From an optimization exercise on the open Yosys and OpenROAD flow, aimed at small area; shortcuts taken in it are not production practice.
The RTL was checked by simulation tests, not by an equivalence proof against the original design.

## flow/design.v (module list and top-level ports; edited modules follow where they fit)
// module heddle_pixel: 3175 lines
// module hp_fa: 4 lines
// module hp_ha: 4 lines
module heddle_pixel (
    input  wire        clk,
    input  wire        rst,
    input  wire        in_valid,
    input  wire [15:0] in_x,
    input  wire [15:0] in_dark,
    input  wire [15:0] in_gain,
    input  wire [15:0] in_shade,
    input  wire [15:0] in_pg,
    input  wire [6:0]  in_lin,
    input  wire        in_rchk,
    input  wire [1:0]  in_range,
    input  wire [15:0] cfg_dig_hi,
    input  wire [15:0] cfg_dig_lo,
    input  wire [2:0]  cfg_format,
    input  wire [3:0]  cfg_rshift,
    input  wire [15:0] cfg_out_ofs,
    input  wire        cfg_range_force,
    output wire [17:0] lin_rd_addr,
    input  wire [15:0] lin_rd_p0,
    input  wire [15:0] lin_rd_p1,
    output reg         out_valid,
    output reg  [23:0] out_y3,
    output reg  [31:0] out_code,
    output reg  [1:0]  out_range,
    output reg         out_clip_gain,
    output reg         out_clip_pack
);
  // ...
==> flow/flow/run.sh <==
#!/bin/bash
# The standard layout (the standard.sh, standard synthesis unchanged),
# with the port buffers that placement inserts made from buf_1 cells.
set -euo pipefail
bash standard.sh "BUFFER_PORTS_ARGS=-buffer_cell sky130_fd_sc_hd__buf_1" finish > standard.log 2>&1
==> flow/standard.sh <==
#!/bin/bash
# synth_recipe.tcl (not shown) runs the flow's synth.tcl, then flattens the netlist and writes it again
# the make line also repeats each setting of config.mk as NAME=value (left out here)
make -C /OpenROAD-flow-scripts/flow DESIGN_CONFIG=/design/flow/config.mk WORK_HOME=/design/flow/orfs CLKGATE_MAP_FILE= SYNTH_SCRIPT=/design/flow/synth_recipe.tcl "${@:-finish}"
==> flow/config.mk <==
export PLATFORM = sky130hd
export DESIGN_NAME = heddle_pixel
export DESIGN_NICKNAME = heddle_pixel
export VERILOG_FILES = /design/flow/design.v
export SDC_FILE = /design/flow/constraint.sdc
export NUM_CORES = 4
export LEC_CHECK = 0
export ABC_AREA = 1
export CAP_MARGIN = 20
export CORE_MARGIN = 2
export CORE_UTILIZATION = 40
export CTS_CLUSTER_DIAMETER = 100
export CTS_CLUSTER_SIZE = 40
export SLEW_MARGIN = 20
export SYNTH_HIERARCHICAL = 1
export SYNTH_MINIMUM_KEEP_SIZE = 0
==> flow/constraint.sdc <==
create_clock -name core_clock -period 13.0 [get_ports {clk}]
set_input_delay 2.6000 -clock core_clock [delete_from_list [all_inputs] [get_ports {clk}]]
set_output_delay 2.6000 -clock core_clock [all_outputs]
set_load 0.01 [all_outputs]
==> metrics.md, run 1 <==
| Metric | Value |
|---|---|
| Total Die Area | `84200 um2` |
| Startpoint Class | `input pin` |
| Top cells by count, synth | `532 x xor2_1, 530 x fa_1, 487 x o22ai_1` |
| Finished Layout Cells | `4993` |
| Final-layout clock buffer total | `17` |
| Hold depth | `0` |
| Worst slew pin tran | `1.04 ns` |
| Family with the most delay on the worst path | `adder cells` |
| Post-layout min period | `12.24 ns` |
| Antenna Nets Post-Route | `0` |
| Mapped Nets | `roughly 4700` |
| Met1 GRT Util | `0.297` |
| Final setup viols | `0` |
| Critical R2R Capture | `s2_gt[1]` |
| Post-Syn Area per Cell | `8.63 um2` |
| Max Cap Viol | `0` |
| Hold Path Class | `reg2reg` |
| Reg-to-Reg Start | `s1_pg[1]` |
| Crit-path cells | `buf_1 > inv_1 > ha_1 > inv_1 > fa_1 > fa_1 > fa_1 > fa_1 > fa_1 > fa_1 > fa_1 > fa_1 > fa_1 > fa_1 > fa_1 > fa_1 > fa_1 > fa_1 > fa_1 > nand4_1 > o311ai_0 > inv_1 > buf_1` |
| Core area | `80800 um2` |
| Avg WL per Cell | `around 19 um` |
| Routed WL | `93500 um` |
| Most common cell in the netlist | `xor2_1` |
| Max incr delay on CP | `0.53 ns` |
| Layout fillers | `8081` |
| Reg clk slew, reported paths | `around 0.09 ns` |
| Hold Crit Start | `s2_ofs[9]` |
| Placed cell areas | `34700 um2` |
| Synth Area in XOR/XNOR | `0.147` |
| Library cells used by synthesis | `60` |
| Worst Hold Endpoint | `s3_ofs[9]` |
| Gate Count Post-Synth | `3794` |
| Ys flop type | `dfxtp_1` |
| Synth top area cells | `fa_1 32%, xor2_1 14%, dfxtp_1 12%` |
| GRT Util Overall | `0.224` |
| Antenna cell count | `0` |
| Status | `finished clean` |
==> run 2, diff against run 1 <==
--- a/flow/config.mk
+++ b/flow/config.mk
@@ -9,8 +9,6 @@
 export CAP_MARGIN = 20
 export CORE_MARGIN = 2
 export CORE_UTILIZATION = 40
-export CTS_CLUSTER_DIAMETER = 100
-export CTS_CLUSTER_SIZE = 40
 export SLEW_MARGIN = 20
 export SYNTH_HIERARCHICAL = 1
 export SYNTH_MINIMUM_KEEP_SIZE = 0
==> metrics.md, run 2 <==
| Metric | Value |
|---|---|
| Family with the most delay on the worst path | `adder cells` |
| IO Pins | `260` |
| Crit path buffers/inverters | `5` |
| DR vias | `~27000` |
| Die Width | `290 um` |
| Vias in the first global route | `27700` |
| Synthesis warning total | `7` |
| Routed WL | `93500 um (unchanged)` |
| Crit-path cells | `buf_1 > inv_1 > ha_1 > inv_1 > fa_1 > fa_1 > fa_1 > fa_1 > fa_1 > fa_1 > fa_1 > fa_1 > fa_1 > fa_1 > fa_1 > fa_1 > fa_1 > fa_1 > fa_1 > nand4_1 > o311ai_0 > inv_1 > buf_1` |
| Status | `finished clean` |
| Register bit total from synthesis | `194` |
| Core area | `80800 um2 (unchanged)` |
| Crit-path most repeated cell | `fa_1` |
| Post-CTS resize count | `0` |
| Total placed cells including tap cells | `4960` |
| Largest register FFs | `24` |
| DRC viols | `0` |
| Ys flop type | `dfxtp_1` |
| Period Utilization, post-route | `0.942` |
| Commonest non-fill, non-tap cells in the layout | `532 x xor2_1, 530 x fa_1, 487 x o22ai_1` |
| Overflow left after global routing | `0` |
| Layout fillers | `8081 (unchanged)` |
| DR pass1 iterations | `6` |
| Critical path capture point type | `primary output` |
| Drt via density | `~5.5` |
| Most common cell after layout, fill and taps aside | `xor2_1` |
| Finished Layout Cells | `4993 (unchanged)` |
| Slew margin rel. | `0.305` |
| Most common cell in the netlist | `xor2_1` |
| Max-slew violation count | `0` |
| Seq/Total Area, Yosys | `0.119` |
| Library cells used by synthesis | `60 (unchanged)` |
| Startpoint Class | `input pin` |
| Post-layout min period | `12.24 ns (unchanged)` |
| EDFF count, synth | `0` |
| Final core utilization | `0.437` |
| Mapped Area | `32700 um2` |
| Slowest cell on the critical path | `fa_1` |
| RSZ-0062 raised after global routing | `no` |
| Clock latency (worst-skew pair) | `0.51 ns` |
| Hold Path Class | `reg2reg` |
| Reg clk slew, reported paths | `0.09 ns (about the same)` |
| Starting DRC count in detailed routing | `about 1900` |
| F_max | `0.0817 GHz` |
| CTS Buf Count | `17` |
| Avg WL per Cell | `18.7 um (unchanged)` |
| Gate Count Post-Synth | `3794 (unchanged)` |
| Top cells by count, synth | `532 x xor2_1, 530 x fa_1, 487 x o22ai_1` |
| Largest net degree at the start of global routing | `46` |
| Reg with most FFs | `s3_y3` |
| Hold Vio Cnt, Final | `0` |
| PortBufs | `259` |
| CTS tree | `built` |
| Total Die Area | `84200 um2 (unchanged)` |
| Post-Syn Area per Cell | `8.63 um2 (unchanged)` |
| Worst EP arrival | `9.64 ns` |
| Asr flop ratio synth | `0` |
| Post-synth top area cell | `fa_1` |
| Share of layout cells above drive strength 1 | `0.0534` |
| Post-CTS Setup Bufs | `0` |
| Std cell rows | `104` |
| Skew final | `between 0.02 and 0.03 ns` |
| Max Cap Viol | `0 (unchanged)` |
| Detail Placement HPWL | `73200 um` |
| Mapped Nets | `4678 (unchanged)` |
| Root Driver | `clkbuf_16` |
| P&R area growth vs syn | `7.92%` |
| Top cell type's share of synthesized area | `0.324` |
| Req. time, crit path | `10.40 ns` |
| First-pass GRT wire length | `152000 um` |
| Hold Buf Count CTS | `0` |
| Crit path max fanout | `3` |
| GP Congestion | `0.896` |
| Final setup viols | `0 (unchanged)` |
| H-tree level count | `4` |
| Antenna cell count | `0 (unchanged)` |
| Antenna Nets Post-Route | `0 (unchanged)` |
| GRT Util Overall | `0.224 (unchanged)` |
| Nets | `4804` |
| Die Height | `between 200 and 300 um` |
| Initial core utilization | `0.405` |
| Initial antenna violation count | `1` |
| Setup tns final | `0 ns` |
| Synth top area cells | `fa_1 32%, xor2_1 14%, dfxtp_1 12%` |
| Worst slew pin tran | `1.04 ns (unchanged)` |
| Max incr delay on CP | `0.53 ns (about the same)` |
| Kind of critical path | `in2out` |
| Clock Path Buffers | `2` |
| Clk sinks | `between 150 and 200` |
## run 2: cell counts after synthesis
Identical to the previous run, type by type.
## run 2: per-module statistics from Yosys, one instance, submodules excluded
module / cell area, um2 / cells inside
heddle_pixel: 21100 / 3179
hp_fa: 20.0 / 1
hp_ha: 12.5 / 1
## run 2: cells by family (layout without fill, tap and decap cells)
kind of cell	after synthesis	in the layout	synth area share
xor gates and xnor gates	550	550	0.147
DFF	194	194	0.119
muxes	3	3	0.000917
AOI/OAI and AO/OA	807	807	0.151
and+or+nand+nor	802	802	0.103
adders and majority gates	703	703	0.390
buffers and inverters	735	874	0.0894
## run 2: metrics by stage
| stage | cell area (um2) | setup slack (ns) | hold WS, ns |
|---|---|---|---|
| 6_report | 35300 | 0.757 | 0.322 |
| 5_1_grt | 35300 | 0.515 | 0.330 |
| 4_1_cts | 35300 | 0.827 | 0.328 |
| 3_5_place_dp | 34700 | 0.834 | 0.312 |
| 3_3_place_gp | 34700 | 0.879 | 0.310 |
| 2_1_floorplan | 32700 | 1.27 | 0.310 |
## run 2: layout make-up
type                    instances  area [um2]  share of cell area
inverters                     493        1860              0.0525
repair buffers                349        1650              0.0467
well taps                    1060        1330              0.0375
clock buffers                  17         425              0.0120
multi-input cells            2865       26000               0.735
flip-flops and latches        194        3880               0.110
clock inverters                15         236             0.00669
## run 2: final timing paths
kind	startpoint	depth (start not counted)	slack (ns)	end
worst max-delay path	in_x[0]	23	0.76	lin_rd_addr[0]
worst min-delay path	s2_ofs[9]	0	0.32	s3_ofs[9]
worst max register to register	s1_pg[1]	40	1.75	s2_gt[1]
worst min register to register	s2_ofs[9]	0	0.32	s3_ofs[9]
## run 2: routing by layer
metal | wire length (um) | vias to the layer above | GRT usage
li1 | - | 12700 | -
met1 | 39900 | 13400 | 0.297
met3 | 6120 | 137 | 0.0337
met4 | 2030 | 0 | 0.0553
met5 | 0 | - | 0
met2 | 45500 | 1065 | 0.385

[what the ideal ports hide]
The flow's constraints put no driver on any port. The routed layouts listed below were extracted and timed again, unchanged, in two steps. Step 1, drivers: a clkbuf_16 drives clk and a buf_2 each remaining input, both assumed. Step 2, shift: input delay + t, output delay - t, t = (earliest + latest rising clock arrival at the registers) / 2. This alone moves slack from input paths to output paths. a / b / c = ideal ports / drivers / drivers and shift; a / b = the first two.
run	t (ns)	slack for setup (ns)	worst setup path at the end
run 1	0.551	0.757 / 0.737 / 0.737	input to output
run 2	0.551	0.757 / 0.737 / 0.737	input to output
After both steps setup and hold are still met in every run listed.
